This is an optimization exercise on Yosys and OpenROAD, whose aim is small area and a short achievable clock period, not a production implementation.
Function was not checked in any run shown here: the RTL went through the layout flow alone.
No activity file was given, so power comes from the tool's default toggle rates.

==> design.v <==
module cmd_check (
    input  wire        clk,
    input  wire        rst,           
    input  wire        in_valid,
    input  wire [31:0] in_data,       
    input  wire        in_last,       
    input  wire [2:0]  in_nbytes,     
    input  wire        queue_full,    
    input  wire [3:0]  mode,          
    output reg         res_valid,
    output reg         res_proto,     
    output wire [7:0]  res_status,
    output wire [15:0] res_opcode,
    output wire [15:0] res_tag,
    output wire        res_prio
);
    localparam [7:0] ST_OK             = 8'h00;
    localparam [7:0] ST_BAD_OPCODE     = 8'h10;
    localparam [7:0] ST_BAD_LENGTH     = 8'h11;
    localparam [7:0] ST_LENGTH_EXCEEDS = 8'h12;
    localparam [7:0] ST_BAD_CRC        = 8'h13;
    localparam [7:0] ST_OUT_OF_RANGE   = 8'h15;
    localparam [7:0] ST_WRONG_MODE     = 8'h20;
    localparam [7:0] ST_QUEUE_FULL     = 8'h31;
    function op_known(input [15:0] op);
        case (op)
            16'h0001, 16'h0002, 16'h0003,
            16'h0101, 16'h0110, 16'h0111, 16'h0120, 16'h0130,
            16'h0201, 16'h0202, 16'h0203,
            16'h0301, 16'h0310, 16'h0311, 16'h0312, 16'h0313, 16'h0320,
            16'h0401, 16'h0402, 16'h0410, 16'h0411,
            16'h0501, 16'h0502, 16'h0510,
            16'h0601, 16'h0602, 16'h0603, 16'h0604, 16'h0605, 16'h0606, 16'h0607,
            16'h0701, 16'h0702, 16'h0703,
            16'h0801, 16'h0802,
            16'h0901, 16'h0902: op_known = 1'b1;
            default:            op_known = 1'b0;
        endcase
    endfunction
    function len_ok(input [15:0] op, input [15:0] len);
        case (op)
            16'h0001, 16'h0002, 16'h0120, 16'h0130, 16'h0311, 16'h0501,
            16'h0603, 16'h0604, 16'h0702, 16'h0801:
                len_ok = (len == 16'd0);
            16'h0101, 16'h0110, 16'h0111, 16'h0313, 16'h0401, 16'h0605,
            16'h0606, 16'h0607, 16'h0703, 16'h0902:
                len_ok = (len == 16'd4);
            16'h0203, 16'h0402, 16'h0411, 16'h0502, 16'h0510, 16'h0701,
            16'h0802:
                len_ok = (len == 16'd8);
            16'h0312: len_ok = (len == 16'd12);
            16'h0901: len_ok = (len == 16'd20);
            16'h0410: len_ok = (len == 16'd44);
            16'h0601: len_ok = (len == 16'd260);
            16'h0003: len_ok = (len <= 16'd4092);
            16'h0201: len_ok = (len >= 16'd8)  && (len <= 16'd4084);
            16'h0202: len_ok = (len >= 16'd8)  && (len <= 16'd1032);
            16'h0301: len_ok = (len >= 16'd6)  && (len <= 16'd2050);
            16'h0310: len_ok = (len >= 16'd4)  && (len <= 16'd4096);
            16'h0320: len_ok = (len >= 16'd14) && (len <= 16'd24);
            16'h0602: len_ok = (len >= 16'd13) && (len <= 16'd4096);
            default:  len_ok = 1'b0;
        endcase
    endfunction
    function mode_ok(input [15:0] op, input [3:0] md);
        reg [7:0] allowed;    
        reg       all_kind;   
        begin
            all_kind = 1'b0;
            case (op)
                16'h0001, 16'h0002, 16'h0003, 16'h0130, 16'h0501, 16'h0502,
                16'h0510, 16'h0601, 16'h0602, 16'h0603, 16'h0604, 16'h0606,
                16'h0607: begin
                    allowed = 8'b1111_1111; all_kind = 1'b1;
                end
                16'h0201, 16'h0202, 16'h0203, 16'h0301, 16'h0310, 16'h0311,
                16'h0312, 16'h0313, 16'h0801, 16'h0802: begin
                    allowed = 8'b1111_1101; all_kind = 1'b1;
                end
                16'h0101, 16'h0111, 16'h0702: allowed = 8'b0111_1100;
                16'h0110:                     allowed = 8'b0000_1000;
                16'h0120:                     allowed = 8'b0100_0000;
                16'h0320, 16'h0701, 16'h0901: allowed = 8'b0001_0000;
                16'h0401, 16'h0402, 16'h0410, 16'h0411, 16'h0902:
                                              allowed = 8'b0011_1100;
                16'h0605, 16'h0703:           allowed = 8'b0001_1100;
                default:                      allowed = 8'b0000_0000;
            endcase
            if (md > 4'd7)
                mode_ok = 1'b0;
            else if (md == 4'd0)
                mode_ok = all_kind && (op[15:8] == 8'h00);
            else if (md == 4'd1)
                mode_ok = allowed[1] && (op[15:8] == 8'h00 || op[15:8] == 8'h05 ||
                                         op[15:8] == 8'h06);
            else
                mode_ok = allowed[md[2:0]];
        end
    endfunction
    reg        v1, l1, q1, rst1;
    reg [2:0]  nb1;
    reg [3:0]  m1;
    reg [31:0] d1;
    always @(posedge clk) begin
        rst1 <= rst;
        v1   <= in_valid;
        l1   <= in_last;
        nb1  <= in_nbytes;
        q1   <= queue_full;
        m1   <= mode;
        d1   <= in_data;
    end
    wire v = v1 & ~rst1;      
    localparam [2:0] S_H0 = 3'd0, S_H1 = 3'd1, S_H2 = 3'd2,
                     S_FULL = 3'd4, S_PART = 3'd5, S_DONE = 3'd6;
    reg [2:0]  st;
    reg [10:0] cnt;           
    reg        cnt0;          
    reg [1:0]  r;             
    reg [3:1]  lanes;         
    reg [15:0] op_r, tag_r;   
    reg        prio_r;
    reg        over_r;        
    reg        vrf_r;         
    reg        lenok_r;       
    reg        hok_r;         
    reg        cok_r;         
    reg [15:0] c16;           
    reg [31:0] c32;           
    reg [4:0]  stat_r;        
    wire in_pay  = st[2];
    wire h0      = (st == S_H0);
    wire h1      = (st == S_H1);
    wire h2      = (st == S_H2);
    wire full    = (st == S_FULL);
    wire part    = (st == S_PART);
    wire done    = (st == S_DONE);
    wire [15:0] c16_a = c16 ^ {d1[7:0], d1[15:8]};
    wire [15:0] c16_y;
    wire [15:0] c16_b = c16_y ^ {d1[23:16], d1[31:24]};
    wire [15:0] c16_z;
    wire m16a_t16 = c16_a[9] ^ c16_a[13];
    wire m16a_t17 = c16_a[10] ^ c16_a[14];
    wire m16a_t18 = c16_a[4] ^ c16_a[8];
    wire m16a_t19 = c16_a[7] ^ c16_a[15];
    wire m16a_t20 = c16_a[6] ^ m16a_t17;
    wire m16a_t21 = c16_a[5] ^ m16a_t16;
    wire m16a_t22 = c16_a[12] ^ m16a_t18;
    wire m16a_t23 = c16_a[3] ^ c16_a[11];
    wire m16a_t24 = c16_a[1] ^ c16_a[12];
    wire m16a_t25 = c16_a[0] ^ c16_a[11];
    wire m16a_t26 = c16_a[2] ^ c16_a[13];
    wire m16a_t27 = c16_a[14] ^ m16a_t23;
    wire m16a_t28 = m16a_t21 ^ m16a_t24;
    wire m16a_t29 = m16a_t22 ^ m16a_t25;
    wire m16a_t30 = c16_a[15] ^ m16a_t22;
    wire m16a_t31 = c16_a[11] ^ m16a_t20;
    wire m16a_t32 = m16a_t19 ^ m16a_t27;
    wire m16a_t33 = m16a_t26 ^ m16a_t20;
    wire m16a_t34 = m16a_t21 ^ m16a_t29;
    wire m16a_t35 = m16a_t20 ^ m16a_t28;
    wire m16a_t36 = m16a_t19 ^ m16a_t26;
    wire m16a_t37 = m16a_t36 ^ m16a_t31;
    wire m16a_t38 = c16_a[8] ^ c16_a[12];
    wire m16a_t39 = m16a_t38 ^ m16a_t32;
    wire m16a_t40 = m16a_t16 ^ m16a_t30;
    wire m16a_t41 = m16a_t17 ^ m16a_t21;
    wire m16a_t42 = c16_a[15] ^ m16a_t31;
    wire m16a_t43 = c16_a[0] ^ m16a_t18;
    wire m16a_t44 = m16a_t19 ^ m16a_t43;
    wire m16a_t45 = c16_a[8] ^ c16_a[1];
    wire m16a_t46 = c16_a[5] ^ c16_a[9];
    wire m16a_t47 = m16a_t45 ^ m16a_t46;
    wire m16a_t48 = c16_a[9] ^ c16_a[2];
    wire m16a_t49 = c16_a[10] ^ c16_a[6];
    wire m16a_t50 = m16a_t48 ^ m16a_t49;
    wire m16a_t51 = c16_a[7] ^ c16_a[10];
    wire m16a_t52 = m16a_t23 ^ m16a_t51;
    assign c16_y[0] = m16a_t29;
    assign c16_y[1] = m16a_t28;
    assign c16_y[2] = m16a_t33;
    assign c16_y[3] = m16a_t32;
    assign c16_y[4] = m16a_t30;
    assign c16_y[5] = m16a_t34;
    assign c16_y[6] = m16a_t35;
    assign c16_y[7] = m16a_t37;
    assign c16_y[8] = m16a_t39;
    assign c16_y[9] = m16a_t40;
    assign c16_y[10] = m16a_t41;
    assign c16_y[11] = m16a_t42;
    assign c16_y[12] = m16a_t44;
    assign c16_y[13] = m16a_t47;
    assign c16_y[14] = m16a_t50;
    assign c16_y[15] = m16a_t52;
    wire m16b_t16 = c16_b[9] ^ c16_b[13];
    wire m16b_t17 = c16_b[10] ^ c16_b[14];
    wire m16b_t18 = c16_b[4] ^ c16_b[8];
    wire m16b_t19 = c16_b[7] ^ c16_b[15];
    wire m16b_t20 = c16_b[6] ^ m16b_t17;
    wire m16b_t21 = c16_b[5] ^ m16b_t16;
    wire m16b_t22 = c16_b[12] ^ m16b_t18;
    wire m16b_t23 = c16_b[3] ^ c16_b[11];
    wire m16b_t24 = c16_b[1] ^ c16_b[12];
    wire m16b_t25 = c16_b[0] ^ c16_b[11];
    wire m16b_t26 = c16_b[2] ^ c16_b[13];
    wire m16b_t27 = c16_b[14] ^ m16b_t23;
    wire m16b_t28 = m16b_t21 ^ m16b_t24;
    wire m16b_t29 = m16b_t22 ^ m16b_t25;
    wire m16b_t30 = c16_b[15] ^ m16b_t22;
    wire m16b_t31 = c16_b[11] ^ m16b_t20;
    wire m16b_t32 = m16b_t19 ^ m16b_t27;
    wire m16b_t33 = m16b_t26 ^ m16b_t20;
    wire m16b_t34 = m16b_t21 ^ m16b_t29;
    wire m16b_t35 = m16b_t20 ^ m16b_t28;
    wire m16b_t36 = m16b_t19 ^ m16b_t26;
    wire m16b_t37 = m16b_t36 ^ m16b_t31;
    wire m16b_t38 = c16_b[8] ^ c16_b[12];
    wire m16b_t39 = m16b_t38 ^ m16b_t32;
    wire m16b_t40 = m16b_t16 ^ m16b_t30;
    wire m16b_t41 = m16b_t17 ^ m16b_t21;
    wire m16b_t42 = c16_b[15] ^ m16b_t31;
    wire m16b_t43 = c16_b[0] ^ m16b_t18;
    wire m16b_t44 = m16b_t19 ^ m16b_t43;
    wire m16b_t45 = c16_b[8] ^ c16_b[1];
    wire m16b_t46 = c16_b[5] ^ c16_b[9];
    wire m16b_t47 = m16b_t45 ^ m16b_t46;
    wire m16b_t48 = c16_b[9] ^ c16_b[2];
    wire m16b_t49 = c16_b[10] ^ c16_b[6];
    wire m16b_t50 = m16b_t48 ^ m16b_t49;
    wire m16b_t51 = c16_b[7] ^ c16_b[10];
    wire m16b_t52 = m16b_t23 ^ m16b_t51;
    assign c16_z[0] = m16b_t29;
    assign c16_z[1] = m16b_t28;
    assign c16_z[2] = m16b_t33;
    assign c16_z[3] = m16b_t32;
    assign c16_z[4] = m16b_t30;
    assign c16_z[5] = m16b_t34;
    assign c16_z[6] = m16b_t35;
    assign c16_z[7] = m16b_t37;
    assign c16_z[8] = m16b_t39;
    assign c16_z[9] = m16b_t40;
    assign c16_z[10] = m16b_t41;
    assign c16_z[11] = m16b_t42;
    assign c16_z[12] = m16b_t44;
    assign c16_z[13] = m16b_t47;
    assign c16_z[14] = m16b_t50;
    assign c16_z[15] = m16b_t52;
    wire        hok_now = (c16_y == d1[31:16]);
    wire [31:0] c32_x = c32 ^ (d1 & {{8{lanes[3]}}, {8{lanes[2]}},
                                     {8{lanes[1]}}, 8'hFF});
    wire [31:0] c32_n;
    wire m32_t32 = c32_x[0] ^ c32_x[22];
    wire m32_t33 = c32_x[2] ^ c32_x[7];
    wire m32_t34 = c32_x[3] ^ c32_x[21];
    wire m32_t35 = c32_x[1] ^ c32_x[23];
    wire m32_t36 = c32_x[4] ^ m32_t32;
    wire m32_t37 = c32_x[5] ^ c32_x[12];
    wire m32_t38 = c32_x[13] ^ c32_x[29];
    wire m32_t39 = c32_x[6] ^ c32_x[11];
    wire m32_t40 = c32_x[10] ^ c32_x[26];
    wire m32_t41 = c32_x[17] ^ c32_x[24];
    wire m32_t42 = c32_x[19] ^ c32_x[27];
    wire m32_t43 = c32_x[14] ^ c32_x[30];
    wire m32_t44 = c32_x[16] ^ c32_x[28];
    wire m32_t45 = c32_x[18] ^ c32_x[25];
    wire m32_t46 = c32_x[15] ^ c32_x[31];
    wire m32_t47 = c32_x[8] ^ c32_x[9];
    wire m32_t48 = c32_x[20] ^ m32_t33;
    wire m32_t49 = c32_x[23] ^ m32_t44;
    wire m32_t50 = c32_x[3] ^ c32_x[5];
    wire m32_t51 = c32_x[4] ^ c32_x[24];
    wire m32_t52 = c32_x[25] ^ c32_x[29];
    wire m32_t53 = c32_x[28] ^ m32_t34;
    wire m32_t54 = m32_t38 ^ m32_t43;
    wire m32_t55 = m32_t35 ^ m32_t42;
    wire m32_t56 = c32_x[8] ^ m32_t37;
    wire m32_t57 = m32_t36 ^ m32_t45;
    wire m32_t58 = c32_x[18] ^ c32_x[26];
    wire m32_t59 = c32_x[0] ^ c32_x[12];
    wire m32_t60 = c32_x[9] ^ c32_x[14];
    wire m32_t61 = c32_x[2] ^ c32_x[20];
    wire m32_t62 = c32_x[27] ^ c32_x[30];
    wire m32_t63 = c32_x[31] ^ m32_t40;
    wire m32_t64 = c32_x[7] ^ m32_t46;
    wire m32_t65 = m32_t35 ^ m32_t41;
    wire m32_t66 = m32_t39 ^ m32_t40;
    wire m32_t67 = m32_t38 ^ m32_t59;
    wire m32_t68 = m32_t33 ^ m32_t34;
    wire m32_t69 = c32_x[6] ^ c32_x[26];
    wire m32_t70 = c32_x[13] ^ c32_x[17];
    wire m32_t71 = c32_x[2] ^ c32_x[28];
    wire m32_t72 = c32_x[0] ^ c32_x[31];
    wire m32_t73 = c32_x[7] ^ c32_x[13];
    wire m32_t74 = c32_x[11] ^ c32_x[15];
    wire m32_t75 = c32_x[8] ^ c32_x[22];
    wire m32_t76 = c32_x[9] ^ c32_x[15];
    wire m32_t77 = c32_x[6] ^ c32_x[10];
    wire m32_t78 = c32_x[7] ^ c32_x[16];
    wire m32_t79 = c32_x[6] ^ m32_t46;
    wire m32_t80 = c32_x[20] ^ m32_t43;
    wire m32_t81 = m32_t52 ^ m32_t61;
    wire m32_t82 = c32_x[10] ^ m32_t34;
    wire m32_t83 = m32_t33 ^ m32_t60;
    wire m32_t84 = c32_x[24] ^ m32_t47;
    wire m32_t85 = m32_t37 ^ m32_t46;
    wire m32_t86 = c32_x[25] ^ m32_t39;
    wire m32_t87 = m32_t50 ^ m32_t77;
    wire m32_t88 = c32_x[5] ^ m32_t32;
    wire m32_t89 = c32_x[27] ^ m32_t47;
    wire m32_t90 = c32_x[22] ^ m32_t51;
    wire m32_t91 = c32_x[9] ^ m32_t66;
    wire m32_t92 = c32_x[21] ^ m32_t36;
    wire m32_t93 = c32_x[1] ^ m32_t54;
    wire m32_t94 = m32_t68 ^ m32_t79;
    wire m32_t95 = m32_t48 ^ m32_t51;
    wire m32_t96 = m32_t53 ^ m32_t72;
    wire m32_t97 = m32_t41 ^ m32_t82;
    wire m32_t98 = m32_t45 ^ m32_t53;
    wire m32_t99 = m32_t41 ^ m32_t49;
    wire m32_t100 = m32_t45 ^ m32_t64;
    wire m32_t101 = m32_t36 ^ m32_t48;
    wire m32_t102 = m32_t44 ^ m32_t55;
    wire m32_t103 = c32_x[3] ^ c32_x[8];
    wire m32_t104 = c32_x[16] ^ m32_t35;
    wire m32_t105 = m32_t69 ^ m32_t103;
    wire m32_t106 = m32_t104 ^ m32_t105;
    wire m32_t107 = m32_t101 ^ m32_t106;
    wire m32_t108 = c32_x[4] ^ c32_x[5];
    wire m32_t109 = m32_t108 ^ m32_t68;
    wire m32_t110 = m32_t65 ^ m32_t89;
    wire m32_t111 = m32_t109 ^ m32_t110;
    wire m32_t112 = m32_t71 ^ m32_t84;
    wire m32_t113 = m32_t87 ^ m32_t57;
    wire m32_t114 = m32_t112 ^ m32_t113;
    wire m32_t115 = c32_x[4] ^ c32_x[7];
    wire m32_t116 = c32_x[19] ^ m32_t35;
    wire m32_t117 = m32_t50 ^ m32_t52;
    wire m32_t118 = m32_t115 ^ m32_t116;
    wire m32_t119 = m32_t117 ^ m32_t91;
    wire m32_t120 = m32_t118 ^ m32_t119;
    wire m32_t121 = m32_t62 ^ m32_t66;
    wire m32_t122 = m32_t56 ^ m32_t95;
    wire m32_t123 = m32_t121 ^ m32_t122;
    wire m32_t124 = m32_t37 ^ m32_t73;
    wire m32_t125 = m32_t86 ^ m32_t89;
    wire m32_t126 = m32_t124 ^ m32_t96;
    wire m32_t127 = m32_t125 ^ m32_t126;
    wire m32_t128 = c32_x[3] ^ c32_x[10];
    wire m32_t129 = m32_t60 ^ m32_t61;
    wire m32_t130 = m32_t128 ^ m32_t67;
    wire m32_t131 = m32_t49 ^ m32_t129;
    wire m32_t132 = m32_t130 ^ m32_t131;
    wire m32_t133 = c32_x[4] ^ m32_t74;
    wire m32_t134 = m32_t133 ^ m32_t97;
    wire m32_t135 = m32_t93 ^ m32_t134;
    wire m32_t136 = c32_x[2] ^ c32_x[11];
    wire m32_t137 = c32_x[16] ^ m32_t43;
    wire m32_t138 = m32_t136 ^ m32_t85;
    wire m32_t139 = m32_t137 ^ m32_t57;
    wire m32_t140 = m32_t138 ^ m32_t139;
    wire m32_t141 = c32_x[19] ^ m32_t70;
    wire m32_t142 = m32_t46 ^ m32_t56;
    wire m32_t143 = m32_t141 ^ m32_t101;
    wire m32_t144 = m32_t142 ^ m32_t143;
    wire m32_t145 = c32_x[5] ^ c32_x[13];
    wire m32_t146 = m32_t58 ^ m32_t145;
    wire m32_t147 = m32_t83 ^ m32_t146;
    wire m32_t148 = m32_t92 ^ m32_t147;
    wire m32_t149 = c32_x[14] ^ c32_x[15];
    wire m32_t150 = m32_t75 ^ m32_t149;
    wire m32_t151 = m32_t87 ^ m32_t55;
    wire m32_t152 = m32_t150 ^ m32_t151;
    wire m32_t153 = m32_t39 ^ m32_t76;
    wire m32_t154 = m32_t49 ^ m32_t153;
    wire m32_t155 = m32_t95 ^ m32_t154;
    wire m32_t156 = c32_x[0] ^ m32_t78;
    wire m32_t157 = m32_t52 ^ m32_t56;
    wire m32_t158 = m32_t156 ^ m32_t97;
    wire m32_t159 = m32_t157 ^ m32_t158;
    wire m32_t160 = c32_x[1] ^ c32_x[26];
    wire m32_t161 = c32_x[30] ^ m32_t39;
    wire m32_t162 = m32_t70 ^ m32_t47;
    wire m32_t163 = m32_t160 ^ m32_t161;
    wire m32_t164 = m32_t162 ^ m32_t57;
    wire m32_t165 = m32_t163 ^ m32_t164;
    wire m32_t166 = c32_x[18] ^ m32_t37;
    wire m32_t167 = m32_t83 ^ m32_t55;
    wire m32_t168 = m32_t63 ^ m32_t166;
    wire m32_t169 = m32_t167 ^ m32_t168;
    wire m32_t170 = m32_t73 ^ m32_t74;
    wire m32_t171 = m32_t40 ^ m32_t90;
    wire m32_t172 = m32_t170 ^ m32_t102;
    wire m32_t173 = m32_t171 ^ m32_t172;
    wire m32_t174 = c32_x[11] ^ c32_x[14];
    wire m32_t175 = c32_x[27] ^ m32_t174;
    wire m32_t176 = m32_t81 ^ m32_t56;
    wire m32_t177 = m32_t175 ^ m32_t99;
    wire m32_t178 = m32_t176 ^ m32_t177;
    wire m32_t179 = c32_x[30] ^ m32_t69;
    wire m32_t180 = m32_t76 ^ m32_t41;
    wire m32_t181 = m32_t67 ^ m32_t179;
    wire m32_t182 = m32_t180 ^ m32_t98;
    wire m32_t183 = m32_t181 ^ m32_t182;
    wire m32_t184 = m32_t78 ^ m32_t42;
    wire m32_t185 = m32_t63 ^ m32_t184;
    wire m32_t186 = m32_t93 ^ m32_t57;
    wire m32_t187 = m32_t185 ^ m32_t186;
    wire m32_t188 = c32_x[17] ^ m32_t39;
    wire m32_t189 = m32_t42 ^ m32_t43;
    wire m32_t190 = m32_t44 ^ m32_t50;
    wire m32_t191 = m32_t64 ^ m32_t36;
    wire m32_t192 = m32_t188 ^ m32_t189;
    wire m32_t193 = m32_t190 ^ m32_t191;
    wire m32_t194 = m32_t192 ^ m32_t193;
    wire m32_t195 = c32_x[3] ^ c32_x[17];
    wire m32_t196 = c32_x[29] ^ m32_t32;
    wire m32_t197 = m32_t71 ^ m32_t58;
    wire m32_t198 = m32_t195 ^ m32_t85;
    wire m32_t199 = m32_t196 ^ m32_t197;
    wire m32_t200 = m32_t198 ^ m32_t199;
    wire m32_t201 = c32_x[30] ^ m32_t38;
    wire m32_t202 = m32_t42 ^ m32_t75;
    wire m32_t203 = m32_t58 ^ m32_t48;
    wire m32_t204 = m32_t201 ^ m32_t202;
    wire m32_t205 = m32_t203 ^ m32_t204;
    wire m32_t206 = c32_x[23] ^ m32_t42;
    wire m32_t207 = m32_t47 ^ m32_t80;
    wire m32_t208 = m32_t206 ^ m32_t96;
    wire m32_t209 = m32_t207 ^ m32_t208;
    wire m32_t210 = c32_x[29] ^ m32_t40;
    wire m32_t211 = m32_t84 ^ m32_t49;
    wire m32_t212 = m32_t210 ^ m32_t94;
    wire m32_t213 = m32_t211 ^ m32_t212;
    wire m32_t214 = m32_t62 ^ m32_t65;
    wire m32_t215 = m32_t81 ^ m32_t91;
    wire m32_t216 = m32_t214 ^ m32_t215;
    wire m32_t217 = c32_x[11] ^ c32_x[12];
    wire m32_t218 = c32_x[24] ^ m32_t33;
    wire m32_t219 = m32_t62 ^ m32_t217;
    wire m32_t220 = m32_t63 ^ m32_t218;
    wire m32_t221 = m32_t219 ^ m32_t98;
    wire m32_t222 = m32_t220 ^ m32_t221;
    wire m32_t223 = c32_x[31] ^ m32_t67;
    wire m32_t224 = m32_t86 ^ m32_t48;
    wire m32_t225 = m32_t102 ^ m32_t223;
    wire m32_t226 = m32_t224 ^ m32_t225;
    wire m32_t227 = c32_x[6] ^ c32_x[12];
    wire m32_t228 = m32_t227 ^ m32_t54;
    wire m32_t229 = m32_t99 ^ m32_t92;
    wire m32_t230 = m32_t228 ^ m32_t229;
    wire m32_t231 = m32_t65 ^ m32_t88;
    wire m32_t232 = m32_t54 ^ m32_t100;
    wire m32_t233 = m32_t231 ^ m32_t232;
    wire m32_t234 = c32_x[3] ^ c32_x[19];
    wire m32_t235 = m32_t234 ^ m32_t80;
    wire m32_t236 = m32_t90 ^ m32_t100;
    wire m32_t237 = m32_t235 ^ m32_t236;
    wire m32_t238 = c32_x[1] ^ c32_x[19];
    wire m32_t239 = c32_x[25] ^ m32_t238;
    wire m32_t240 = m32_t88 ^ m32_t239;
    wire m32_t241 = m32_t94 ^ m32_t240;
    assign c32_n[0] = m32_t107;
    assign c32_n[1] = m32_t111;
    assign c32_n[2] = m32_t114;
    assign c32_n[3] = m32_t120;
    assign c32_n[4] = m32_t123;
    assign c32_n[5] = m32_t127;
    assign c32_n[6] = m32_t132;
    assign c32_n[7] = m32_t135;
    assign c32_n[8] = m32_t140;
    assign c32_n[9] = m32_t144;
    assign c32_n[10] = m32_t148;
    assign c32_n[11] = m32_t152;
    assign c32_n[12] = m32_t155;
    assign c32_n[13] = m32_t159;
    assign c32_n[14] = m32_t165;
    assign c32_n[15] = m32_t169;
    assign c32_n[16] = m32_t173;
    assign c32_n[17] = m32_t178;
    assign c32_n[18] = m32_t183;
    assign c32_n[19] = m32_t187;
    assign c32_n[20] = m32_t194;
    assign c32_n[21] = m32_t200;
    assign c32_n[22] = m32_t205;
    assign c32_n[23] = m32_t209;
    assign c32_n[24] = m32_t213;
    assign c32_n[25] = m32_t216;
    assign c32_n[26] = m32_t222;
    assign c32_n[27] = m32_t226;
    assign c32_n[28] = m32_t230;
    assign c32_n[29] = m32_t233;
    assign c32_n[30] = m32_t237;
    assign c32_n[31] = m32_t241;
    wire [31:0] c32_k  = (r == 2'd0) ? 32'hFFFFFFFF :
                         (r == 2'd1) ? 32'h00BE26ED :
                         (r == 2'd2) ? 32'hBE26ED00 : 32'h2DFD1072;
    wire        cok_now   = (c32_x == c32_k);
    wire        last_full = full & cnt0 & (r == 2'd0);
    wire        crc_end   = last_full | part;    
    wire [15:0] len_in  = d1[31:16];
    wire        hdr_cpl = in_pay | (h2 & nb1[2]);
    wire        hok     = h2 ? hok_now : hok_r;
    wire        vrf     = h2 ? (vrf_r & (d1[15:0] == 16'h0000)) : vrf_r;
    wire        len6    = done | (last_full & nb1[2]) |
                          (part & (nb1[2] | (nb1[1:0] >= r)));
    wire        cok     = done ? cok_r : cok_now;
    wire        good    = hdr_cpl & hok;
    reg [7:0] status;
    always @(*) begin
        if (!hok)                       status = ST_BAD_CRC;
        else if (over_r)                status = ST_LENGTH_EXCEEDS;
        else if (q1)                    status = ST_QUEUE_FULL;
        else if (!vrf)                  status = ST_OUT_OF_RANGE;
        else if (!in_pay || !len6)      status = ST_BAD_LENGTH;
        else if (!cok)                  status = ST_BAD_CRC;
        else if (!op_known(op_r))       status = ST_BAD_OPCODE;
        else if (!lenok_r)              status = ST_BAD_LENGTH;
        else if (!mode_ok(op_r, m1))    status = ST_WRONG_MODE;
        else                            status = ST_OK;
    end
    reg [2:0] st_n;
    always @(*) begin
        st_n = st;
        if (rst1)
            st_n = S_H0;
        else if (v) begin
            if (l1)
                st_n = S_H0;
            else case (st)
                S_H0:    st_n = S_H1;
                S_H1:    st_n = S_H2;
                S_H2:    st_n = S_FULL;
                S_FULL:  st_n = !cnt0 ? S_FULL : (r == 2'd0) ? S_DONE : S_PART;
                default: st_n = S_DONE;
            endcase
        end
    end
    always @(posedge clk) begin
        st <= st_n;
        lanes <= (st_n != S_PART) ? 3'b111 :
                 (r == 2'd1) ? 3'b000 : (r == 2'd2) ? 3'b001 : 3'b011;
        if (v & h1) begin
            cnt     <= len_in[12:2];
            cnt0    <= (len_in[12:2] == 11'd0);
            r       <= len_in[1:0];
            over_r  <= (len_in > 16'd4096);
            lenok_r <= len_ok(op_r, len_in);
            prio_r  <= d1[0];
            vrf_r   <= (d1[15:8] == 8'h01) && (d1[7:1] == 7'h00);
        end else if (v & full) begin
            cnt  <= cnt - 11'd1;
            cnt0 <= (cnt == 11'd1);
        end
        if (v & h2) begin
            vrf_r <= vrf;
            hok_r <= hok_now;
        end
        if (rst1 | (v & l1))
            c16 <= 16'hFFFF;
        else if (v & (h0 | h1))
            c16 <= c16_z;
        if (!in_pay)
            c32 <= 32'hFFFFFFFF;
        else if (v & (full | part))
            c32 <= c32_n;
        if (v & crc_end)
            cok_r <= cok_now;
        if (v & l1 & !good) begin
            op_r   <= 16'h0000;
            tag_r  <= 16'h0000;
            prio_r <= 1'b0;
        end else if (v & h0) begin
            op_r  <= d1[15:0];
            tag_r <= d1[31:16];
        end
        res_valid <= v & l1 & ~rst;
        res_proto <= !hdr_cpl;
        stat_r    <= hdr_cpl ? {status[5], status[4], status[2:0]} : 5'd0;
    end
    assign res_status = {2'b00, stat_r[4], stat_r[3], 1'b0, stat_r[2:0]};
    assign res_opcode = op_r;
    assign res_tag    = tag_r;
    assign res_prio   = prio_r;
endmodule
==> run.sh <==
#!/bin/bash
# synth_recipe.tcl (not shown) runs the flow's synth.tcl, then flattens the netlist and writes it again
# the make line also repeats each setting of config.mk as NAME=value (left out here)
make -C /OpenROAD-flow-scripts/flow DESIGN_CONFIG=/design/flow/config.mk WORK_HOME=/design/flow/orfs CLKGATE_MAP_FILE= SYNTH_SCRIPT=/design/flow/synth_recipe.tcl finish
==> config.mk <==
export PLATFORM = sky130hd
export DESIGN_NAME = cmd_check
export DESIGN_NICKNAME = cmd_check
export VERILOG_FILES = /design/flow/design.v
export SDC_FILE = /design/flow/constraint.sdc
export NUM_CORES = 4
export LEC_CHECK = 0
export CAP_MARGIN = 20
export CORE_MARGIN = 2
export CORE_UTILIZATION = 40
export SLEW_MARGIN = 20
==> constraint.sdc <==
create_clock -name core_clock -period 12.0 [get_ports {clk}]
set_input_delay 2.4000 -clock core_clock [delete_from_list [all_inputs] [get_ports {clk}]]
set_output_delay 2.4000 -clock core_clock [all_outputs]
set_load 0.01 [all_outputs]
==> summary.txt, run 1 <==
Final Critical Period 4240 ps; die area 28300 um^2; Die W 168 um; area delta synth->final 16.2%; die height 168 um; reg2reg setup slack 8340 ps; worst setup path start op_r[8]; vias in the first global route 8655; sequential share of the synthesized area 30.8%; CP Depth 1; Max-Cap Viols 0; arrival time of the worst setup path 1840 ps; Worst-Margin Slew 1080 ps; FF-to-FF path depth 8; drt drc 0; H-tree depth 4; critical path class register to primary output; crit end category primary output; Post-Route WL 33.6 mm; outcome complete, no violations; simple-gate share of the synthesized area 16.0%; Pwr Density 244 nW/um^2; crit path to res_opcode[8]; WL/cell 21.1 um; vias per inst 5.60; antenna violations before repair 0; FILL cells 2608; Syn Area/Cell 9.10 um^2; RSZ-0062 raised after global routing false; Tcrit/Tclk final 35.4%; Port Buf Inserts 83; number of synthesized flops with an enable pin 19; commonest non-fill, non-tap cell in the layout xnor2_1; hold path start q1; Sink Count 156; Layout Skew 15.4 ps; CP required 9600 ps; Setup TNS 0 ps; cts hold-fix bufs 0; crit-path cells clkdlybuf4s50_1; peak supply drop 0.227 mV; commonest cells after routing, fill and taps aside xnor2_1, dfxtp_1, nand2_1, xor2_1, clkdlybuf4s50_1; total CTS buffers 17; n_diodes 0; Core Area 26700 um^2; largest family of logic cells by synthesized area XOR/XNOR gates; post-synthesis adder-cell area fraction 1.05%; Iteration-0 DRC Markers 875; R2R Path End stat_r[4]; antenna viol nets, final 0; kind of cell adding the most delay to the critical path flip-flops; Netlist Area Pre-Place 10800 um^2; Worst Path Max Fanout 19; count of different cell masters after synthesis 71; post-CTS setup buffer count 0; I/O pin total 87; slowest stage cell, crit path dfxtp_1; Overflow after GRT 0; Post-Synth XOR/XNOR Area 34.2%; Leakage Power 4.61 nW; Initial Util 40.3%; mux cell area share after synthesis 0.186%; Reg2Reg Launch Point d1[19]; Inst Count DP 1557; Worst setup SP type register; Hold Crit Class register to register; CTS root buffer clkbuf_16; ys flop type dfxtp_1; final max-slew violation count 0; slew margin rel. 27.4%; Buf/Inv on CP 1; CTS resizes 0; final HPWL from detailed placement 25.3 mm; row count 60; first-pass GRT wire length 51.8 mm; final hold vios 0; fmax 236 MHz; slowest stage delay, CP 740 ps; largest net degree at the start of global routing 70; clock latency on the worst-skew pair 450 ps; number of synthesis warnings 1; via count 8892; gr usage total 24.0%; Max clock buf depth 2; synthesized flop and latch total 156; post-synthesis cell count 1183; Layout Nets 1288; Post-synth ARST share 0%; RePlAce Congestion 0.927; Clock Pin Slew Worst Setup and Hold Paths 70 ps; 1st-pass router iterations 5; ratio of cells with drive above 1 in the final layout 8.09%; Non-Filler Instances 1589; Final Setup Violations 0; CTS tree built; post-synthesis compound-gate area fraction 14.5%
metal layers:
layer / vias to the layer above / track usage, % / share of wire, %
li1: 4221 / - / -
met1: 4255 / 33.4 / 46
met2: 345 / 37.6 / 45
met3: 71 / 3.46 / 5.6
met4: 0 / 9.67 / 3.2
met5: - / 0 / 0
final cells by class:
class	count	area [um^2]	share of cell area, %
clock buffer	17	425	3.40
multi-input combinational	944	7130	57.0
tap	341	427	3.41
timing repair buffer	99	951	7.60
sequential	156	3310	26.5
inverter	17	63.8	0.510
clock inverter	15	204	1.63
how the worst min path moves through the flow:
stage	end	slack (ps)	depth (start not counted)
global placement	st[0]	460	1
floorplan	r[1]	410	0
CTS	st[0]	480	1
global route	stat_r[2]	510	1
detailed placement	st[0]	470	1
finish	stat_r[2]	490	1
kinds of logic (layout without fill, tap and decap cells):
kind of cell,count (synthesis),count (layout)
other,1,3
flip-flops,156,156
adder cells (fa/ha/maj),9,9
XOR/XNOR,366,366
AO/OA/AOI/OAI,225,225
buffers and inverters,85,148
AND/OR/NAND/NOR,339,339
multiplexers,2,2
where the power goes:
| group | switching [W] | leakage, nW | internal, W | total [W] |
|---|---|---|---|---|
| Combinational | 0.000939 | 3.01 | 0.000913 | 0.00185 |
| Sequential | 0.0000606 | 1.31 | 0.000568 | 0.000628 |
| Clock | 0.000272 | 0.301 | 0.000302 | 0.000574 |
flip-flops by register name (all words and copies together) (netlist names), 2 cells and up:
register  count
c16          16
c32          32
cnt          11
d1           32
lanes         3
m1            4
nb1           3
op_r         16
r             2
st            3
stat_r        5
tag_r        16
cells in the mapped netlist (5+ instances only):
library cell,instances,area share [%]
a21boi_0,7,0.49
xor3_1,6,1.3
o211ai_1,41,2.9
or3_1,10,0.58
a21oi_2,31,2.5
ha_1,9,1.0
o21ai_0,46,2.1
or4_1,8,0.56
inv_1,17,0.59
xnor2_2,5,0.76
edfxtp_1,19,5.3
nor2_1,56,2.0
xnor2_1,234,19
nand2_1,120,4.2
a21o_1,5,0.35
nor4b_1,5,0.41
nor3b_1,10,0.70
a31oi_1,7,0.41
xor2_1,96,7.8
nand3b_1,7,0.49
nand4_1,17,0.99
o22ai_1,6,0.35
and3b_1,5,0.41
nand3_1,16,0.74
dfxtp_1,137,25
nor2b_1,7,0.41
nor3_1,22,1.0
nand2b_1,6,0.35
a21oi_1,39,1.8
xnor3_1,23,4.8
a211oi_1,7,0.49
nor4_1,31,1.8
clkbuf_1,60,2.1
through the flow:
step	setup WS, ps	power (W)	cell area, um^2	hold WS, ps	util [%]
after floorplan	8990	0.00210	10800	406	-
after detailed placement	8240	0.00247	11900	469	44.4
final	7760	0.00305	12500	492	46.8
after global placement	8250	0.00247	11900	464	44.4
after global routing	7650	0.00321	12500	514	46.8
after CTS	7760	0.00306	12500	481	46.8
==> inputs of run 2 (changes only) <==
==> flow/run.sh (new file) <==
#!/bin/bash
# Own layout flow: the standard layout, with ORFS's timing repair (after
# clock tree synthesis and after global routing) aiming for setup slack well
# above zero, so that the layout's achieved period comes out short. The SDC,
# clock period and every other setting are the standard flow's.
set -euo pipefail
here=$(pwd)
margin=$(cat "$here/flow/setup_margin.txt")
export SETUP_SLACK_MARGIN="$margin"
bash standard.sh > "$here/standard_sh.log" 2>&1
==> flow/setup_margin.txt (new file) <==
8.5
==> standard.sh (new file) <==
#!/bin/bash
# synth_recipe.tcl (not shown) runs the flow's synth.tcl, then flattens the netlist and writes it again
# the make line also repeats each setting of config.mk as NAME=value (left out here)
make -C /OpenROAD-flow-scripts/flow DESIGN_CONFIG=/design/flow/config.mk WORK_HOME=/design/flow/orfs CLKGATE_MAP_FILE= SYNTH_SCRIPT=/design/flow/synth_recipe.tcl "${@:-finish}"
removed: run.sh
==> summary.txt, run 2 <==
outcome complete, no violations (unchanged); Synth area leader dfxtp_1 (unchanged); Port Buf Inserts 83 (unchanged); Worst Path Max Fanout 2 (was 19); Place WS 8240 ps (unchanged); n_diodes 0 (unchanged); FF-to-FF path depth 9 (was 8); fmax 287 MHz (was 236 MHz); Post-Route WL 34.1 mm (was 33.6 mm); first-pass GRT wire length 52.2 mm (was 51.8 mm); Worst-Margin Slew 1100 ps (was 1080 ps); Post-synth ARST share 0% (unchanged); area delta synth->final 17.4% (was 16.2%); final max-slew violation count 0 (unchanged); hold path start rst1 (was q1); Leakage Power 4.80 nW (was 4.61 nW); peak supply drop 0.231 mV (was 0.227 mV); Die W 168 um (unchanged); cts hold-fix bufs 0 (unchanged); drt drc 0 (unchanged); slowest stage cell, crit path dfxtp_4 (was dfxtp_1); WL/cell 21.3 um (was 21.1 um); Commonest cells post-synth xnor2_1, dfxtp_1, nand2_1, xor2_1, clkbuf_1 (unchanged); Placed Area 11900 um^2 (unchanged); final HPWL from detailed placement 25.3 mm (unchanged); number of synthesized flops with an enable pin 19 (unchanged); Layout Nets 1298 (was 1288); slowest stage delay, CP 360 ps (was 740 ps); total CTS buffers 17 (unchanged); antenna viol nets, final 0 (unchanged); CTS root buffer clkbuf_16 (unchanged); RePlAce Congestion 0.927 (unchanged); CP required 9600 ps (about the same); Final Setup Violations 0 (unchanged); crit end category primary output (unchanged); ranking of synthesized cells by area dfxtp_1, xnor2_1, xor2_1 (unchanged); slew margin rel. 26.7% (was 27.4%); Cells on Worst Hold Path 1 (unchanged); Reg2Reg Launch Point d1[0] (was d1[19]); Overflow after GRT 0 (unchanged); Final Critical Period 3480 ps (was 4240 ps); via count 8894 (was 8892); synthesized flop and latch total 156 (unchanged); Setup WS post-layout 8520 ps (was 7760 ps); Syn Area/Cell 9.10 um^2 (unchanged); Tcrit/Tclk final 29.0% (was 35.4%); row count 60 (unchanged); reg2reg setup slack 8610 ps (was 8340 ps); Max-Cap Viols 0 (unchanged); R2R Path End tag_r[15] (was stat_r[4]); Worst Hold Path EP st[0] (was stat_r[2]); Clock Pin Slew Worst Setup and Hold Paths 80 ps (was 70 ps); Largest regs c32: 32 flops, d1: 32 flops (unchanged); commonest cells after routing, fill and taps aside xnor2_1, nand2_1, dfxtp_1, xor2_1, nor2_1 (was xnor2_1, dfxtp_1, nand2_1, xor2_1, clkdlybuf4s50_1); final hold vios 0 (unchanged); ratio of cells with drive above 1 in the final layout 11.2% (was 8.09%); post-synthesis cell count 1183 (unchanged); Iteration-0 DRC Markers 877 (was 875); Layout Skew 14.0 ps (was 15.4 ps); Max clock buf depth 2 (unchanged); RSZ-0062 raised after global routing false (unchanged); FILL cells 2602 (was 2608); count of different cell masters after synthesis 71 (unchanged); vias per inst 5.56 (was 5.60); CTS tree built (unchanged); number of synthesis warnings 1 (unchanged); hold_ws 491 ps (was 492 ps); count leader, synth xnor2_1 (unchanged); H-tree depth 4 (unchanged); register area 3360 um^2 (was 3310 um^2); Final Cell Area 12600 um^2 (was 12500 um^2); Worst setup SP type register (unchanged); Yosys top cell area share 25.5% (unchanged); Hold Crit Class register to register (unchanged); gr usage total 24.3% (was 24.0%); antenna violations before repair 0 (unchanged); Sink Count 156 (unchanged); Netlist Area Pre-Place 10800 um^2 (unchanged); 1st-pass router iterations 5 (unchanged); crit-path cells dlygate4sd2_1 (was clkdlybuf4s50_1); vias in the first global route 8670 (was 8655); ys flop type dfxtp_1 (unchanged); clock latency on the worst-skew pair 450 ps (about the same); die height 168 um (unchanged); critical path class register to primary output (unchanged); Core Area 26700 um^2 (unchanged); die area 28300 um^2 (unchanged); Initial Util 40.3% (unchanged); Setup TNS 0 ps (unchanged); Multi-input gate area 7190 um^2 (was 7130 um^2); arrival time of the worst setup path 1080 ps (was 1840 ps); Pwr Density 243 nW/um^2 (was 244 nW/um^2); I/O pin total 87 (unchanged); kind of cell adding the most delay to the critical path flip-flops (unchanged); sequential share of the synthesized area 30.8% (unchanged); Buf/Inv on CP 1 (unchanged); commonest non-fill, non-tap cell in the layout xnor2_1 (unchanged); largest net degree at the start of global routing 70 (unchanged)
==> run 2: layout make-up <==
| type | instances | share of cell area, % |
|---|---|---|
| flip-flops and latches | 156 | 26.6 |
| repair buffers | 109 | 7.70 |
| multi-input cells | 944 | 56.8 |
| clock buffers | 17 | 3.36 |
| well taps | 341 | 3.37 |
| clock inverters | 15 | 1.61 |
| inverters | 17 | 0.505 |
==> run 2: cell families (layout without fill, tap and decap cells) <==
| group | Yosys count | in the layout | share of synthesized area [%] |
|---|---|---|---|
| xor+xnor | 366 | 366 | 34.2 |
| simple gates | 339 | 339 | 16.0 |
| compound gates | 225 | 225 | 14.5 |
| flops | 156 | 156 | 30.8 |
| buf+inv | 85 | 158 | 3.30 |
| fa+ha+maj | 9 | 9 | 1.05 |
| mux | 2 | 2 | 0.186 |
| other cells | 1 | 3 | 0.0348 |
==> run 2: worst max path at each step <==
stage | start | endpoint | slack [ps] | cells past startpoint
detailed placement | op_r[10] | res_opcode[10] | 8240 | 1
finish | op_r[9] | res_opcode[9] | 8520 | 1
global placement | op_r[10] | res_opcode[10] | 8250 | 1
CTS | op_r[10] | res_opcode[10] | 8280 | 1
global route | op_r[14] | res_opcode[14] | 8500 | 1
floorplan | op_r[11] | lenok_r | 8990 | 9
==> run 2: power breakdown <==
part	total (W)	internal, W	leakage (nW)	switching (W)
clock network	0.000572	0.000302	0.301	0.000270
registers	0.000618	0.000570	1.31	0.0000479
logic	0.00188	0.000916	3.19	0.000965
==> run 2: per-layer routing <==
metal,global-route usage [%],routed length (um),vias up
li1,-,-,4242
met1,33.8,15700,4271
met2,38.3,15400,307
met3,3.41,1920,74
met4,9.33,1060,0
met5,0,0,-
==> run 2: worst reg2reg max path, stage by stage (launching register included) <==
cell	delay [ps]
dfxtp_1	410
xnor2_1	520
xor3_1	550
xor3_1	250
nand4_1	110
a2111o_1	450
o31ai_4	450
a21oi_4	90
buf_4	300
a21oi_1	190
==> run 2: repair_timing <==
item	CTS	global route
setup endpoints to repair	47	48
setup buffers	9	1
pin swaps	0	2
resized for setup	74	20
==> run 2: per-stage QoR <==
stage	cells	utilization [%]	total power [W]
final	1599	47.3	0.00307
after global routing	1599	47.3	0.00323
after CTS	1598	47.1	0.00306
after detailed placement	1557	44.4	0.00247
after global placement	1557	44.4	0.00247
after floorplan	1185	-	0.00210
==> inputs of run 3 (changes only) <==
==> flow/run.sh (replaced) <==
#!/bin/bash
# Own layout flow: the standard layout (standard.sh), with ORFS's timing
# repair after clock tree synthesis and after global routing aiming for setup
# slack well above zero, so that the layout's achieved period comes out
# short. Repair may resize a cell to any footprint, and the ports are
# buffered with buf_2 cells. The SDC, clock period and every other setting
# are the standard flow's.
set -euo pipefail
here=$(pwd)
margin=$(cat "$here/flow/setup_margin.txt")
bash standard.sh "SETUP_SLACK_MARGIN=$margin" "MATCH_CELL_FOOTPRINT=0" \
    "BUFFER_PORTS_ARGS=-buffer_cell sky130_fd_sc_hd__buf_2" finish \
    > "$here/standard_sh.log" 2>&1
==> flow/setup_margin.txt (replaced) <==
8.7
==> summary.txt, run 3 <==
slowest stage cell, crit path dfxtp_4 (unchanged); Commonest cells post-synth xnor2_1, dfxtp_1, nand2_1, xor2_1, clkbuf_1 (unchanged); commonest non-fill, non-tap cell in the layout xnor2_1 (unchanged); sequential share of the synthesized area 30.8% (unchanged); fmax 301 MHz (was 287 MHz); RSZ-0062 raised after global routing true (was false); die area 28300 um^2 (unchanged); CP required 9600 ps (about the same); worst setup path start op_r[1] (was op_r[9]); total CTS buffers 17 (unchanged); Yosys top cell area share 25.5% (unchanged); hold path start q1 (was rst1); H-tree depth 4 (unchanged); Pwr Density 246 nW/um^2 (was 243 nW/um^2); post-synthesis cell count 1183 (unchanged); Max clock buf depth 2 (unchanged); Syn Area/Cell 9.10 um^2 (unchanged); I/O pin total 87 (unchanged); clock latency on the worst-skew pair 440 ps (was 450 ps); final max-slew violation count 0 (unchanged); CP Depth 1 (unchanged); Tcrit/Tclk final 27.7% (was 29.0%); critical path class register to primary output (unchanged); ys flop type dfxtp_1 (unchanged); number of synthesized flops with an enable pin 19 (unchanged); final HPWL from detailed placement 25.5 mm (was 25.3 mm); Largest regs c32: 32 flops, d1: 32 flops (unchanged); Reg2Reg Launch Point d1[6] (was d1[0]); first-pass GRT wire length 52.2 mm (about the same); Setup TNS 0 ps (unchanged); antenna viol nets, final 0 (unchanged); crit path to res_opcode[1] (was res_opcode[9]); kind of cell adding the most delay to the critical path flip-flops (unchanged); count leader, synth xnor2_1 (unchanged); Netlist Area Pre-Place 10800 um^2 (unchanged); Final Setup Violations 0 (unchanged); outcome complete, no violations (unchanged); Leakage Power 4.86 nW (was 4.80 nW); Buf/Inv on CP 1 (unchanged); Layout Nets 1306 (was 1298); arrival time of the worst setup path 920 ps (was 1080 ps); Core Area 26700 um^2 (unchanged); Initial Util 40.3% (unchanged); drt drc 0 (unchanged); WL/cell 21.7 um (was 21.3 um); vias per inst 5.70 (was 5.56); vias in the first global route 8671 (was 8670); ratio of cells with drive above 1 in the final layout 20.8% (was 11.2%); Layout Skew 15.7 ps (was 14.0 ps); crit end category primary output (unchanged); Final Critical Period 3320 ps (was 3480 ps); hold_ws 474 ps (was 491 ps); 1st-pass router iterations 7 (was 5); commonest cells after routing, fill and taps aside xnor2_1, nand2_1, dfxtp_1, xor2_1, nor2_1 (unchanged); reg2reg setup slack 8730 ps (was 8610 ps); gr usage total 24.4% (was 24.3%); Port Buf Inserts 83 (unchanged); largest net degree at the start of global routing 70 (unchanged); Iteration-0 DRC Markers 975 (was 877); count of different cell masters after synthesis 71 (unchanged); Hold Crit Class register to register (unchanged); Clock Pin Slew Worst Setup and Hold Paths 70 ps (was 80 ps); number of synthesis warnings 1 (unchanged); cts hold-fix bufs 0 (unchanged); via count 9162 (was 8894); antenna violations before repair 0 (unchanged); RePlAce Congestion 0.993 (was 0.927); Post-synth ARST share 0% (unchanged); Worst Path Max Fanout 2 (unchanged); synthesized flop and latch total 156 (unchanged); Worst setup SP type register (unchanged); FF-to-FF path depth 7 (was 9); row count 60 (unchanged); Cells on Worst Hold Path 1 (unchanged); Max-Cap Viols 0 (unchanged); ranking of synthesized cells by area dfxtp_1, xnor2_1, xor2_1 (unchanged); peak supply drop 0.256 mV (was 0.231 mV); Synth area leader dfxtp_1 (unchanged); n_diodes 0 (unchanged); CTS tree built (unchanged); Die W 168 um (unchanged); Overflow after GRT 0 (unchanged); slew margin rel. 24.9% (was 26.7%); area delta synth->final 17.9% (was 17.4%); Final Core Density 47.5% (was 47.3%); slowest stage delay, CP 370 ps (was 360 ps); Sink Count 156 (unchanged); Worst-Margin Slew 1120 ps (was 1100 ps); final hold vios 0 (unchanged); crit-path cells buf_6 (was dlygate4sd2_1); Post-Route WL 34.8 mm (was 34.1 mm); CTS root buffer clkbuf_16 (unchanged); die height 168 um (unchanged); R2R Path End c32[12] (was tag_r[15])
## run 3: cell counts after synthesis
No cell type changed its count.
## run 3: report_power, final
part	switching, W	total, W	internal, W
Combinational	0.000981	0.00192	0.000940
Sequential	0.0000534	0.000625	0.000572
Clock	0.000261	0.000580	0.000318
## run 3: area by class of cell
cell class	instances	area [um^2]
Inverter	17	63.8
Tap cell	341	427
Clock buffer	17	425
Timing Repair Buffer	117	918
Clock inverter	15	194
Multi-Input combinational cell	944	7270
Sequential cell	156	3400
Fill cell	2537	14000
## run 3: how the worst min path moves through the flow
stage / end / slack, ps
floorplan: r[1] / 410
global placement: st[0] / 470
detailed placement: st[0] / 460
CTS: st[0] / 480
global route: st[0] / 490
finish: stat_r[2] / 470
## run 3: routing by layer
metal,wire (um),track usage [%],vias to the layer above
li1,-,-,4243
met2,15800,38.7,397
met1,15400,33.5,4448
met3,2620,5.03,74
met4,1040,7.31,0
met5,0,0,-
## run 3: kinds of logic (layout without fill, tap and decap cells)
group                    Yosys count  in the layout  synth area share (%)
XOR/XNOR                         366            366                  34.2
AND/OR/NAND/NOR                  339            339                  16.0
AO/OA/AOI/OAI                    225            225                  14.5
flip-flops                       156            156                  30.8
buffers and inverters             85            166                  3.30
adder cells (fa/ha/maj)            9              9                  1.05
multiplexers                       2              2                 0.186
other                              1              3                0.0348
## run 3: timing repair
action	CTS	global route
pin swaps	2	1
setup endpoints to repair	78	91
setup buffers	17	2
endpoints found under the hold margin	0	0
gates resized for setup	84	35
## run 3: worst reg2reg max path: cells and delay by family, from the launching register on
kind                      cells  cell delay, ps
xor gates and xnor gates      6            2580
DFF                           1             440
AOI/OAI and AO/OA             1             110
## run 3: through the flow
step / total power, W / std cells / cell area, um^2 / worst slack, ps
6_report: 0.00313 / 1607 / 12700 / 8680
5_1_grt: 0.00329 / 1607 / 12700 / 8660
4_1_cts: 0.00308 / 1605 / 12500 / 8670
3_5_place_dp: 0.00245 / 1556 / 11500 / 8410
3_3_place_gp: 0.00245 / 1556 / 11500 / 8540
2_1_floorplan: 0.00210 / 1185 / 10800 / 8990

==> what the ideal ports hide <==
No port has a modelled driver above. Below, the same layouts with a new extraction and two added sets of constraints.
Step 1 sets driving cells, clkbuf_16 on the clock port and buf_2 on the other inputs (assumed; they add their load-dependent delay and slew).
Step 2 also shifts input and output timing later by t, the mid clock arrival at the registers, as if the neighbouring blocks saw the same clock.
Slacks: no drivers / after step 1 / after step 2; pairs: no drivers / after step 1.
run | shift t [ns] | setup WS [ns] | worst setup path after step 2 | slew at the worst register clock pin (ns) | worst data-port slew with drivers (ns)
run 1 | 0.494 | 7.757 / 7.708 / 8.202 | register to output | 0.08 / 0.08 | 0.04
run 2 | 0.491 | 8.521 / 8.472 / 8.605 | register to register | 0.08 / 0.08 | 0.04
run 3 | 0.483 | 8.678 / 8.629 / 8.729 | register to register | 0.08 / 0.08 | 0.04
After both steps every run listed still meets setup and hold.
